This design comes from an exercise in tuning for small area, a short achievable clock period and few clock cycles per item on the open sky130 flow, not from production work. Function was checked by simulation only, so behaviour that the tests miss may differ from the original.

==> design/flow/design.v <==
module loop_core (
    input  wire        clk,
    input  wire        rst,           
    input  wire        cfg_we,
    input  wire [5:0]  cfg_addr,
    input  wire [31:0] cfg_wdata,
    input  wire        start,
    input  wire [31:0] sp,
    input  wire [31:0] pv,
    input  wire [31:0] target,        
    input  wire [31:0] out_lo,
    input  wire [31:0] out_hi,
    input  wire [3:0]  nsec,          
    input  wire        integrate,     
    input  wire        reset_states,  
    output wire        ready,
    output reg         done,
    output reg  [31:0] out,
    output reg  [31:0] err,
    output reg  [7:0]  flags,
    input  wire [4:0]  rd_addr,
    output reg  [47:0] rd_data
);
    localparam signed [47:0] S_MAX = 48'sd1073741823;      
    localparam signed [47:0] S_MIN = -48'sd1073741824;     
    localparam signed [47:0] A_MAX = 48'sh7FFF_FFFF_FFFF;  
    localparam signed [47:0] A_MIN = 48'sh8000_0000_0000;  
    localparam signed [49:0] A_MAX50 = A_MAX;
    localparam signed [49:0] A_MIN50 = A_MIN;
    localparam F_SAT_ERR   = 0;
    localparam F_SAT_SEC   = 1;
    localparam F_SAT_STATE = 2;
    localparam F_SAT_INT   = 3;
    localparam F_INT_CLAMP = 4;
    localparam F_LIM_LO    = 5;
    localparam F_LIM_HI    = 6;
    localparam F_LIM_MM    = 7;
    localparam ST_IDLE = 3'd0;
    localparam ST_EW   = 3'd1;
    localparam ST_A    = 3'd2;    
    localparam ST_B    = 3'd3;    
    localparam ST_C    = 3'd4;    
    localparam ST_D    = 3'd5;    
    localparam ST_E    = 3'd6;    
    localparam ST_INT  = 3'd7;
    reg signed [31:0] coef [0:41];
    reg signed [47:0] s1 [0:7];
    reg signed [47:0] s2 [0:7];
    reg signed [47:0] integ;
    reg        [3:0]  nsec_prev;
    reg        [2:0]  state;
    reg        [2:0]  sec;         
    reg        [3:0]  n_r;
    reg               integ_r;
    reg signed [31:0] sp_r, pv_r, tgt_r, lo_r, hi_r;
    reg signed [31:0] e_r;         
    reg signed [31:0] x_r;         
    reg signed [31:0] y_r;         
    reg signed [47:0] t_r;         
    reg        [7:0]  fl_r;
    assign ready = (state == ST_IDLE);
    function signed [47:0] sat_s;
        input signed [47:0] a;
        begin
            if (a > S_MAX)      sat_s = S_MAX;
            else if (a < S_MIN) sat_s = S_MIN;
            else                sat_s = a;
        end
    endfunction
    function signed [47:0] sat48;
        input signed [49:0] a;
        begin
            if (a > A_MAX50)      sat48 = A_MAX;
            else if (a < A_MIN50) sat48 = A_MIN;
            else                                  sat48 = a[47:0];
        end
    endfunction
    reg  [5:0]        c_idx;
    reg signed [31:0] m_v;
    always @(*) begin
        c_idx = 6'd0;
        m_v   = x_r;
        case (state)
            ST_EW:  begin c_idx = 6'd0;                    m_v = sp_r; end
            ST_A:   begin c_idx = 6'd2 + 6'd5 * sec + 6'd0; m_v = x_r;  end
            ST_B:   begin c_idx = 6'd2 + 6'd5 * sec + 6'd1; m_v = x_r;  end
            ST_C:   begin c_idx = 6'd2 + 6'd5 * sec + 6'd3; m_v = y_r;  end
            ST_D:   begin c_idx = 6'd2 + 6'd5 * sec + 6'd2; m_v = x_r;  end
            ST_E:   begin c_idx = 6'd2 + 6'd5 * sec + 6'd4; m_v = y_r;  end
            ST_INT: begin c_idx = 6'd1;                    m_v = e_r;  end
            default: ;
        endcase
    end
    wire signed [31:0] m_c    = coef[c_idx];
    wire signed [63:0] m_prod = m_c * m_v;
    wire signed [63:0] m_rnd  = m_prod + 64'sd67108864;
    wire signed [47:0] p_val  = $signed(m_rnd[63:27]);
    wire signed [47:0] sp_x   = sp_r;
    wire signed [47:0] pv_x   = pv_r;
    wire signed [47:0] e_full = sp_x - pv_x;
    wire signed [47:0] ew_full = p_val - pv_x;
    wire signed [49:0] ya_full = p_val + s1[sec];
    wire signed [47:0] ya_sat  = sat48(ya_full);
    wire signed [47:0] y_sat   = sat_s(ya_sat);
    wire signed [49:0] s1_full = t_r - p_val + s2[sec];
    wire signed [47:0] s1_sat  = sat48(s1_full);
    wire signed [49:0] s2_full = t_r - p_val;
    wire signed [47:0] s2_sat  = sat48(s2_full);
    wire signed [47:0] yc     = x_r;
    wire signed [47:0] lo_x   = lo_r;
    wire signed [47:0] hi_x   = hi_r;
    wire signed [49:0] i_full = integ + p_val;
    wire signed [47:0] i_sat  = sat48(i_full);
    wire signed [47:0] c_lo   = lo_x - yc;
    wire signed [47:0] c_hi   = hi_x - yc;
    wire signed [47:0] i_clmp = (i_sat < c_lo) ? c_lo : (i_sat > c_hi) ? c_hi : i_sat;
    wire signed [47:0] o_auto = yc + i_clmp;
    wire signed [31:0] o_lim  = (tgt_r < lo_r) ? lo_r : (tgt_r > hi_r) ? hi_r : tgt_r;
    wire signed [47:0] o_lim_x = o_lim;
    wire signed [49:0] pre_full = o_lim_x - yc;
    wire signed [47:0] pre_sat  = sat48(pre_full);
    integer k;
    always @(posedge clk) begin
        if (rst) begin
            state     <= ST_IDLE;
            sec       <= 3'd0;
            n_r       <= 4'd0;
            integ_r   <= 1'b0;
            sp_r      <= 32'sd0;
            pv_r      <= 32'sd0;
            tgt_r     <= 32'sd0;
            lo_r      <= 32'sd0;
            hi_r      <= 32'sd0;
            e_r       <= 32'sd0;
            x_r       <= 32'sd0;
            y_r       <= 32'sd0;
            t_r       <= 48'sd0;
            fl_r      <= 8'd0;
            done      <= 1'b0;
            out       <= 32'd0;
            err       <= 32'd0;
            flags     <= 8'd0;
            integ     <= 48'sd0;
            nsec_prev <= 4'd0;
            for (k = 0; k < 8; k = k + 1) begin
                s1[k] <= 48'sd0;
                s2[k] <= 48'sd0;
            end
            for (k = 0; k < 42; k = k + 1)
                coef[k] <= 32'sd0;
            coef[0] <= 32'sh0800_0000;           
        end else begin
            done <= 1'b0;
            case (state)
                ST_IDLE: begin
                    if (cfg_we && !start && cfg_addr < 6'd42)
                        coef[cfg_addr] <= cfg_wdata;
                    if (start) begin
                        sp_r    <= sp;
                        pv_r    <= pv;
                        tgt_r   <= target;
                        n_r     <= nsec;
                        integ_r <= integrate;
                        sec     <= 3'd0;
                        if ($signed(out_lo) > $signed(out_hi)) begin
                            lo_r <= out_lo;
                            hi_r <= out_lo;
                            fl_r <= 8'd1 << F_LIM_MM;
                        end else begin
                            lo_r <= out_lo;
                            hi_r <= out_hi;
                            fl_r <= 8'd0;
                        end
                        for (k = 0; k < 8; k = k + 1) begin
                            if (reset_states || (k >= nsec_prev && k < nsec)) begin
                                s1[k] <= 48'sd0;
                                s2[k] <= 48'sd0;
                            end
                        end
                        state <= ST_EW;
                    end
                end
                ST_EW: begin
                    e_r <= sat_s(e_full);
                    x_r <= sat_s(ew_full);
                    if (e_full != sat_s(e_full) || ew_full != sat_s(ew_full))
                        fl_r[F_SAT_ERR] <= 1'b1;
                    state <= (n_r == 4'd0) ? ST_INT : ST_A;
                end
                ST_A: begin
                    y_r <= y_sat;
                    if (ya_full != ya_sat) fl_r[F_SAT_STATE] <= 1'b1;
                    if (ya_sat != y_sat)   fl_r[F_SAT_SEC]   <= 1'b1;
                    state <= ST_B;
                end
                ST_B: begin
                    t_r   <= p_val;
                    state <= ST_C;
                end
                ST_C: begin
                    s1[sec] <= s1_sat;
                    if (s1_full != s1_sat) fl_r[F_SAT_STATE] <= 1'b1;
                    state <= ST_D;
                end
                ST_D: begin
                    t_r   <= p_val;
                    state <= ST_E;
                end
                ST_E: begin
                    s2[sec] <= s2_sat;
                    if (s2_full != s2_sat) fl_r[F_SAT_STATE] <= 1'b1;
                    x_r <= y_r;
                    if ({1'b0, sec} == n_r - 4'd1) begin
                        state <= ST_INT;
                    end else begin
                        sec   <= sec + 3'd1;
                        state <= ST_A;
                    end
                end
                ST_INT: begin
                    flags <= fl_r;
                    err   <= e_r;
                    if (integ_r) begin
                        integ <= i_clmp;
                        out   <= o_auto[31:0];
                        flags[F_SAT_INT]   <= fl_r[F_SAT_INT]   | (i_full != i_sat);
                        flags[F_INT_CLAMP] <= fl_r[F_INT_CLAMP] | (i_clmp != i_sat);
                        flags[F_LIM_LO]    <= fl_r[F_LIM_LO] | ((i_clmp != i_sat) && (o_auto == lo_x));
                        flags[F_LIM_HI]    <= fl_r[F_LIM_HI] | ((i_clmp != i_sat) && (o_auto == hi_x));
                    end else begin
                        integ <= pre_sat;
                        out   <= o_lim;
                        flags[F_SAT_INT]   <= fl_r[F_SAT_INT] | (pre_full != pre_sat);
                        flags[F_LIM_LO]    <= fl_r[F_LIM_LO] | ((o_lim != tgt_r) && (o_lim == lo_r));
                        flags[F_LIM_HI]    <= fl_r[F_LIM_HI] | ((o_lim != tgt_r) && (o_lim == hi_r));
                    end
                    nsec_prev <= n_r;
                    done      <= 1'b1;
                    state     <= ST_IDLE;
                end
                default: state <= ST_IDLE;
            endcase
        end
    end
    always @(*) begin
        if (rd_addr < 5'd8)       rd_data = s1[rd_addr[2:0]];
        else if (rd_addr < 5'd16) rd_data = s2[rd_addr[2:0]];
        else if (rd_addr == 5'd16) rd_data = integ;
        else                      rd_data = 48'd0;
    end
endmodule
==> design/flow/run.sh <==
#!/bin/bash
# synth_recipe.tcl (not shown) runs the flow's synth.tcl, then flattens the netlist and writes it again
# the make line also repeats each setting of config.mk as NAME=value (left out here)
make -C /OpenROAD-flow-scripts/flow DESIGN_CONFIG=/design/flow/config.mk WORK_HOME=/design/flow/orfs CLKGATE_MAP_FILE= SYNTH_SCRIPT=/design/flow/synth_recipe.tcl finish
==> design/flow/config.mk <==
export PLATFORM = sky130hd
export DESIGN_NAME = loop_core
export DESIGN_NICKNAME = loop_core
export VERILOG_FILES = /design/flow/design.v
export SDC_FILE = /design/flow/constraint.sdc
export NUM_CORES = 8
export LEC_CHECK = 0
export CAP_MARGIN = 20
export CORE_MARGIN = 2
export CORE_UTILIZATION = 40
export PLACE_DENSITY = 0.6
export SLEW_MARGIN = 20
==> design/flow/constraint.sdc <==
create_clock -name core_clock -period 25.0 [get_ports {clk}]
set_input_delay 5.0000 -clock core_clock [delete_from_list [all_inputs] [get_ports {clk}]]
set_output_delay 5.0000 -clock core_clock [all_outputs]
set_load 0.01 [all_outputs]
==> results of run 1 <==
==> worst min-delay path by stage <==
stage	from	slack, ps	endpoint
floorplan	e_r[30]	430	e_r[30]
global placement	e_r[30]	440	e_r[30]
detailed placement	e_r[30]	450	e_r[30]
CTS	e_r[30]	450	e_r[30]
global route	err[17]	470	err[17]
finish	err[28]	460	err[28]
==> cell type report <==
class,count,share of cell area
multi-input cells,15280,0.4611
flip-flops and latches,3180,0.3899
repair buffers,1052,0.04067
clock buffers,455,0.03996
well taps,6757,0.03617
inverters,1481,0.02379
clock inverters,181,0.008173
diodes,21,0.0002248
==> synth_stat cells (all sizes together), types with 140 or more instances <==
cell    instances
mux4          348
inv          1479
nor2b         157
nand2        3460
nor3          213
xor2          160
buf           194
nor2         2578
and2          423
fa           1095
a211oi        140
a21oi        1002
a311oi        356
and3          196
ha            774
edfxtp       2744
clkbuf       1235
nand3        1090
dfxtp         436
mux2i         199
xnor2         339
o21ai         394
a21o          254
==> cells by family after synthesis <==
kind of cell / Yosys count / share of synthesized area
fa+ha+maj: 1907 / 0.1552
compound gates: 2938 / 0.09485
xor+xnor: 499 / 0.02129
flops: 3180 / 0.4420
buf+inv: 2910 / 0.05346
mux: 640 / 0.05278
other cells: 1 / 0.00001819
simple gates: 8588 / 0.1804
==> through the flow <==
| stage | std cells | instance area [µm²] | util |
|---|---|---|---|
| 4_1_cts | 28370 | 233300 | 0.4545 |
| 5_1_grt | 28390 | 233700 | 0.4553 |
| 6_report | 28410 | 233800 | 0.4554 |
| 2_1_floorplan | 21370 | 208800 | - |
| 3_5_place_dp | 27730 | 222100 | 0.4326 |
| 3_3_place_gp | 27730 | 222000 | 0.4325 |
==> routing by layer <==
metal	vias to the layer above	part of all wire	GRT usage
met5	-	0.00026	0
met2	8583	0.44	0.4574
met1	82510	0.40	0.3941
met3	1712	0.11	0.07155
li1	72190	-	-
met4	34	0.059	0.1464
==> registers in the layout, indices dropped and copies added, names as in the netlist, named ones only <==
signal / cells
coef: 2048
s1: 384
s2: 312
integ: 48
t_r: 37
e_r: 32
err: 32
hi_r: 32
lo_r: 32
out: 32
pv_r: 32
sp_r: 32
tgt_r: 32
x_r: 32
y_r: 32
flags: 8
fl_r: 4
n_r: 4
nsec_prev: 4
sec: 3
state: 3
done: 1
integ_r: 1
==> worst min-delay path, delay by kind of cell, from the launching register on <==
kind / cells / cell delay (ps)
flops: 1 / 300
simple gates: 1 / 50
compound gates: 1 / 50
==> timing repair <==
action / 4_1_cts / 5_1_grt
resized for setup: 0 / 30
buffers inserted: 0 / 14
setup endpoints to repair: 0 / 6
==> results.txt, run 1 <==
Fill cells: 48.41k
Worst flop-to-flop path startpoint: sec[0]
FF+latch count, synth: 3,180
Placer Congestion: 1.046
Slowest cell on crit path: a311oi_1
Setup-failing EPs final: 0
Initial antenna violation count: 62
Crit path launch: sec[0]
DIE WIDTH: 721.9 µm
# IOs: 335
DP HPWL: 565.5 mm
Netlist cell types: 109
Initial core utilization: 0.4016
Row count: 263
Routed wire length: 795.9 mm
Rel. slew slack: 0.1532
RSZ-0062 raised after global routing: no
Global route total overflow: 0
Crit path required time: 25,970 ps
Post-placement setup slack: 603.0 ps
Maximum clock path buffer count: 4
Die Ht: 721.9 µm
R2R cell count: 90
H-Tree Depth: 5
Die area: 521,200 µm²
CP arrival: 24,920 ps
Setup_tns: 0 ps
CP endpoint: flags[6]
WP depth: 90
Nature of the critical path startpoint: register
CTS Buf Count: 354
Ranking of synthesized cells by area: edfxtp_1 (40%), fa_1 (11%), nand2_1 (6.3%), ha_1 (4.7%), nor2_1 (4.7%)
Multi-input gate area: 107,800 µm²
Commonest cells after routing, fill and taps aside: nand2_1 (3,390), edfxtp_1 (2,744), nor2_1 (2,569), inv_1 (1,476), fa_1 (1,094)
Leading area contributor after synthesis: edfxtp_1
Share of layout cells above drive strength 1: 0.08827
HP Class: reg -> reg
DRT antenna net count: 0
DRT Pass-1 Iters: 7
DRT iter0 DRCs: 19.42k
R2R Setup Slk: 1060 ps
Cells after Synth: 20.66k
Nets: 23.43k
Reg-to-Reg End: flags[6]
Post-synth top flop: edfxtp_1
Commonest non-fill, non-tap cell in the layout: nand2_1
Vias in the first global route: 159.5k
FFs w/ async S/R, synth: 0
Post-route minimum period: 23,940 ps
Core area: 513,300 µm²
Layout area overhead: 13.39%
Final hold slack: 455.1 ps
Worst hold stages: 2
PnR worst setup slack: 1057 ps
Worst path bufs/invs: 13
Worst-Margin Slew: 1263 ps
Fmax achieved: 0.04177 GHz
Status: no timing/DRC/antenna violations
Synth Warn #: 1
PortBufs: 334
Syn Area/Cell: 9.977 µm²
Post-synthesis sequential area ratio: 0.4420
CP dominant cell by count: fa_1
Clock-pin slew on the worst setup and hold paths: 60 ps
Global-route wire length before repair: 1137 mm
CTS tree: yes
Hold Buf Count CTS: 0
Clock Skew: 124.0 ps
Max Transition Viols Final: 0
Mapped cell area: 206,200 µm²
Fin crit share: 0.9577
Kind of end point of the critical path: register
EDFF count, synth: 2,744
Sink Count: 3,180
CP max FO: 33
Drt wl/cell: 28.02 µm
Delay-heaviest family, CP: compound AO/OA/AOI/OAI gates
Largest net degree at the start of global routing: 171
Vias: 165.0k
DRC: 0
Seq. cell area: 91,140 µm²
Total GRT Usage: 0.2976
Share of the synthesized area in the top cell type: 0.3997
Drt via density: 5.810
Max incr delay on CP: 780 ps
Max-Cap Viols: 0
Final Hold Fails: 0
Setup CP Type: reg -> reg
Worst skew pair latency: 1050 ps
Root buf cell: clkbuf_16
Testbench counts, summed over its fixed seeds: cycles 64,376, items 2,304.
==> run 2, diff against run 1 <==
==> design/flow/design.v (replaced) <==
module loop_core (
    input  wire        clk,
    input  wire        rst,
    input  wire        cfg_we,
    input  wire [5:0]  cfg_addr,
    input  wire [31:0] cfg_wdata,
    input  wire        start,
    input  wire [31:0] sp,
    input  wire [31:0] pv,
    input  wire [31:0] target,
    input  wire [31:0] out_lo,
    input  wire [31:0] out_hi,
    input  wire [3:0]  nsec,
    input  wire        integrate,
    input  wire        reset_states,
    output wire        ready,
    output reg         done,
    output reg  [31:0] out,
    output reg  [31:0] err,
    output reg  [7:0]  flags,
    input  wire [4:0]  rd_addr,
    output reg  [47:0] rd_data
);
    function signed [34:0] pm;
        input signed [30:0] c;
        input signed [30:0] v;
        reg signed [61:0] pr;
        begin
            pr = c * v + 62'sd67108864;
            pm = pr[61:27];
        end
    endfunction
    reg signed [30:0] beta, ki;
    reg signed [30:0] cb0 [0:7];
    reg signed [30:0] cb1 [0:7];
    reg signed [30:0] cb2 [0:7];
    reg signed [30:0] ca1 [0:7];
    reg signed [30:0] ca2 [0:7];
    reg signed [35:0] s1 [0:7];
    reg signed [34:0] s2 [0:7];
    reg signed [31:0] integ;
    reg        [3:0]  nsec_prev;
    reg               busy;
    reg        [1:0]  ph;          
    reg        [2:0]  sec;         
    reg        [3:0]  n_r;
    reg               int_r;
    reg signed [31:0] sp_r, pv_r, tgt_r, lo_r, hi_r;
    reg signed [30:0] e_r;
    reg signed [30:0] x_r;         
    reg signed [30:0] xd_r;        
    reg               upd_r;       
    reg signed [34:0] i_r;         
    reg               f_err, f_sec, lim_mm;
    assign ready = !busy;
    wire signed [32:0] e_full  = sp_r - pv_r;
    wire        e_hi = e_full > 33'sd1073741823;
    wire        e_lo = e_full < -33'sd1073741824;
    wire signed [30:0] e_sat = e_hi ? 31'sh3FFFFFFF : e_lo ? 31'sh40000000 : e_full[30:0];
    wire signed [35:0] x0_full = pm(beta, sp_r[30:0]) - pv_r;
    wire        x0_hi = x0_full > 36'sd1073741823;
    wire        x0_lo = x0_full < -36'sd1073741824;
    wire signed [30:0] x0_sat = x0_hi ? 31'sh3FFFFFFF : x0_lo ? 31'sh40000000 : x0_full[30:0];
    wire signed [34:0] pk = pm(ki, e_sat);
    wire signed [36:0] ya = pm(cb0[sec], x_r) + s1[sec];
    wire        ya_hi = ya > 37'sd1073741823;
    wire        ya_lo = ya < -37'sd1073741824;
    wire signed [30:0] y_sat = ya_hi ? 31'sh3FFFFFFF : ya_lo ? 31'sh40000000 : ya[30:0];
    wire [2:0] u = sec - 3'd1;
    wire signed [35:0] s1_new = pm(cb1[u], xd_r) - pm(ca1[u], x_r) + s2[u];
    wire signed [34:0] s2_new = pm(cb2[u], xd_r) - pm(ca2[u], x_r);
    wire signed [35:0] s_auto = i_r + x_r;
    wire        a_lo = s_auto < lo_r;
    wire        a_hi = s_auto > hi_r;
    wire signed [31:0] o_auto = a_lo ? lo_r : a_hi ? hi_r : s_auto[31:0];
    wire        t_lo = tgt_r < lo_r;
    wire        t_hi = tgt_r > hi_r;
    wire signed [31:0] o_pre = t_lo ? lo_r : t_hi ? hi_r : tgt_r;
    wire signed [31:0] o_sel = int_r ? o_auto : o_pre;
    wire        chg = int_r ? (a_lo | a_hi) : (t_lo | t_hi);
    wire signed [31:0] integ_new = o_sel - x_r;
    wire acc = start && !busy;
    wire last = (sec == n_r[2:0] - 3'd1);
    integer k;
    always @(posedge clk) begin
        if (rst) begin
            busy      <= 1'b0;
            done      <= 1'b0;
            nsec_prev <= 4'd0;
            integ     <= 32'sd0;
            beta      <= 31'sh08000000;
            ki        <= 31'sd0;
            for (k = 0; k < 8; k = k + 1) begin
                cb0[k] <= 31'sd0; cb1[k] <= 31'sd0; cb2[k] <= 31'sd0;
                ca1[k] <= 31'sd0; ca2[k] <= 31'sd0;
                s1[k]  <= 36'sd0; s2[k]  <= 35'sd0;
            end
        end else begin
            done <= 1'b0;
            if (!busy) begin
                if (cfg_we && !start && cfg_addr < 6'd42) begin
                    if (cfg_addr == 6'd0) beta <= cfg_wdata[30:0];
                    if (cfg_addr == 6'd1) ki   <= cfg_wdata[30:0];
                    for (k = 0; k < 8; k = k + 1) begin
                        if (cfg_addr == 2 + 5*k) cb0[k] <= cfg_wdata[30:0];
                        if (cfg_addr == 3 + 5*k) cb1[k] <= cfg_wdata[30:0];
                        if (cfg_addr == 4 + 5*k) cb2[k] <= cfg_wdata[30:0];
                        if (cfg_addr == 5 + 5*k) ca1[k] <= cfg_wdata[30:0];
                        if (cfg_addr == 6 + 5*k) ca2[k] <= cfg_wdata[30:0];
                    end
                end
                if (start) begin
                    busy <= 1'b1;
                    ph   <= 2'd0;
                    upd_r <= 1'b0;
                    for (k = 0; k < 8; k = k + 1)
                        if (reset_states || (k >= nsec_prev && k < nsec)) begin
                            s1[k] <= 36'sd0;
                            s2[k] <= 35'sd0;
                        end
                end
            end else begin
                if (upd_r) begin
                    s1[u] <= s1_new;
                    s2[u] <= s2_new;
                end
                case (ph)
                    2'd0: begin
                        x_r   <= x0_sat;
                        e_r   <= e_sat;
                        f_err <= e_hi | e_lo | x0_hi | x0_lo;
                        i_r   <= integ + pk;
                        sec   <= 3'd0;
                        upd_r <= 1'b0;
                        ph    <= (n_r == 4'd0) ? 2'd2 : 2'd1;
                    end
                    2'd1: begin
                        x_r   <= y_sat;
                        xd_r  <= x_r;
                        f_sec <= f_sec | ya_hi | ya_lo;
                        upd_r <= 1'b1;
                        sec   <= sec + 3'd1;
                        if (last) ph <= 2'd2;
                    end
                    default: begin
                        upd_r <= 1'b0;
                        out   <= o_sel;
                        err   <= {e_r[30], e_r};
                        integ <= integ_new;
                        flags <= {lim_mm, chg & (o_sel == hi_r), chg & (o_sel == lo_r),
                                  int_r & chg, 1'b0, 1'b0, f_sec, f_err};
                        nsec_prev <= n_r;
                        done  <= 1'b1;
                        busy  <= 1'b0;
                    end
                endcase
            end
        end
        if (!busy) begin
            sp_r   <= sp;
            pv_r   <= pv;
            tgt_r  <= target;
            n_r    <= nsec;
            int_r  <= integrate;
            lo_r   <= out_lo;
            hi_r   <= ($signed(out_lo) > $signed(out_hi)) ? out_lo : out_hi;
            lim_mm <= $signed(out_lo) > $signed(out_hi);
            f_sec  <= 1'b0;
        end
    end
    always @(*) begin
        if (rd_addr[4])
            rd_data = (rd_addr[3:0] == 4'd0) ? {{16{integ[31]}}, integ} : 48'd0;
        else if (rd_addr[3])
            rd_data = {{13{s2[rd_addr[2:0]][34]}}, s2[rd_addr[2:0]]};
        else
            rd_data = {{12{s1[rd_addr[2:0]][35]}}, s1[rd_addr[2:0]]};
    end
endmodule
==> results.txt, run 2 <==
Fill cells: 82.56k
Drt via density: 5.447
DIE WIDTH: 930.8 µm
# IOs: 335
Setup-failing EPs final: 0
Status: no timing/DRC/antenna violations
Initial antenna violation count: 112
Final Hold Fails: 0
Core area: 856,800 µm²
EDFF count, synth: 938
Finished Core Util: 0.4307
Slowest cell on crit path: edfxtp_1
Vias in the first global route: 279.8k
Global-route wire length before repair: 1804 mm
Biggest register: s1
Clock-pin slew on the worst setup and hold paths: 80 ps
Die area: 866,400 µm²
Share of layout cells above drive strength 1: 0.05279
Nets: 45.66k
Routed wire length: 1202 mm
CTS tree: yes
FF+latch count, synth: 2,282
Max Transition Viols Final: 0
Vias: 263.2k
CP arrival: 19,280 ps
Met1 wire length: 458.0 mm
DRT antenna net count: 0
Post-route minimum period: 18,640 ps
Root buf cell: clkbuf_16
Sink Count: 2,282
Maximum clock path buffer count: 4
Postcts setup bufs: 0
DP HPWL: 873.5 mm
Cells after Synth: 37.60k
Max-Cap Viols: 0
Regs by FF count: s1 x288, s2 x280
Max reg flops: 288
Rel. slew slack: 0.1314
CTS Buf Count: 272
Mapped cell area: 343,600 µm²
Leading area contributor after synthesis: fa_1
HP Class: reg -> reg
Post-synth top flop: dfxtp_1
Kind of end point of the critical path: register
Global route total overflow: 0
Hold Buf Count CTS: 0
Multi-input gate area: 254,700 µm²
Max incr delay on CP: 900 ps
Drt wl/cell: 24.87 µm
Synth top cells by count: nand2_1 (8,741), inv_1 (7,182), fa_1 (7,168)
Wire length on met3: 134.6 mm
Count leader, synth: nand2_1
Synth Warn #: 6
Worst skew pair latency: 1050 ps
H-Tree Depth: 5
Placer Congestion: 0.9393
Die Ht: 930.8 µm
Total GRT Usage: 0.2779
Share of the synthesized area in the top cell type: 0.4176
Commonest non-fill, non-tap cell in the layout: nand2_1
Top Metal Used: met5
Ranking of synthesized cells by area: fa_1 (42%), nand2_1 (9.5%), edfxtp_1 (8.2%), inv_1 (7.8%), dfxtp_1 (7.8%)
Initial core utilization: 0.4010
Fin crit share: 0.7455
Worst-Margin Slew: 1294 ps
DRT iter0 DRCs: 26.35k
PortBufs: 331
Layout area overhead: 7.407%
Row count: 340
Netlist cell types: 96
Post-synthesis sequential area ratio: 0.1603
CP max FO: 108
Cts repair resizes: 0
DRC: 0
FFs w/ async S/R, synth: 0
Setup_tns: 0 ps
Setup CP Type: reg -> reg
Clock Skew: 143.5 ps
Syn Area/Cell: 9.139 µm²
Commonest cells after routing, fill and taps aside: nand2_1 (8,706), inv_1 (7,179), fa_1 (7,168), a21oi_1 (1,812), ha_1 (1,676)
Crit path required time: 25,640 ps
Nature of the critical path startpoint: register
DR WL met2: 531.1 mm
Fmax achieved: 0.05366 GHz
RSZ-0062 raised after global routing: no
Largest net degree at the start of global routing: 214
Seq. cell area: 55,090 µm²
DRT Pass-1 Iters: 9
-- run 2: cell types whose count changed in the layout (fill, tap and decap cells not counted), sizes merged, moves of 824 or more --
cell,previous run,this run
dfxtp,436,1344
ha,774,1682
inv,1496,7206
and2,423,1397
nand2,3460,8741
nor2,2578,1251
edfxtp,2744,938
nand3,1090,167
fa,1095,7168
a21oi,1003,1827
-- run 2: critical path: cells and delay by family (launching register included) --
kind,cells,cell delay (ps)
DFF,1,900
AOI/OAI and AO/OA,20,5490
and+or+nand+nor,8,1690
buffers and inverters,14,3380
xor gates and xnor gates,2,1170
adders and majority gates,12,5510
-- run 2: metrics by stage --
step	area [µm²]	hold slack, ps	setup slack [ps]	instances
floorplan	343600	400.3	10760	37600
global placement	359700	400.6	6865	47770
detailed placement	359700	405.4	6694	47770
CTS	368800	399.7	6607	48260
global route	369000	418.6	5600	48280
finish	369100	398.1	6362	48310
-- run 2: final timing paths --
check / from / endpoint / slack (ps) / cells past startpoint
max: sec[0] / s1[2][34] / 6360 / 56
min: e_r[24] / err[24] / 400 / 0
max reg2reg: sec[0] / s1[2][34] / 6360 / 56
min reg2reg: e_r[24] / err[24] / 400 / 0
-- run 2: logic make-up after synthesis --
group,synth area share
and+or+nand+nor,0.1505
buffers and inverters,0.1041
adders and majority gates,0.4789
AOI/OAI and AO/OA,0.06417
DFF,0.1603
xor gates and xnor gates,0.01541
muxes,0.02672
other,0.00001091
-- run 2: layer usage --
layer | vias to the layer above | GRT usage
met5 | - | 0
met1 | 136200 | 0.3586
met2 | 13130 | 0.4324
li1 | 111400 | -
met3 | 2441 | 0.07339
met4 | 40 | 0.1426
-- run 2: cell type report --
cell class / instances / share of cell area
clock inverter: 117 / 0.003719
tap: 11460 / 0.03884
inverter: 7187 / 0.07312
antenna: 48 / 0.0003255
multi-input combinational: 25810 / 0.6901
timing repair buffer: 1044 / 0.02376
clock buffer: 370 / 0.02086
sequential: 2282 / 0.1493
Testbench counts of run 2, summed over its fixed seeds: cycles 20,024, items 2,304.

[separate check: timing with driven ports]
Ports are ideal in the flow. The routed layouts listed here were re-timed in OpenROAD. Step 1: set_driving_cell puts a clkbuf_16 on clk and a buf_2 on each other input, an assumption about the parent block. Step 2, shift: input delay + t, output delay - t, t = (earliest + latest rising clock arrival at the registers) / 2. This alone moves slack from input paths to output paths. Three values: ideal ports, drivers, drivers and shift; two values: the first two.
run | t, ns | setup slack, ns | clock arrival spread, ns | slew at the worst register clock pin (ns) | worst data-port slew with drivers (ns)
run 1 | 1.114 | 1.057 / 1.057 / 1.057 | 0.136 / 0.136 | 0.08 / 0.08 | 0.47
run 2 | 1.109 | 6.362 / 6.362 / 6.362 | 0.149 / 0.149 | 0.08 / 0.08 | 0.34
After both steps setup and hold are still met in every run listed.
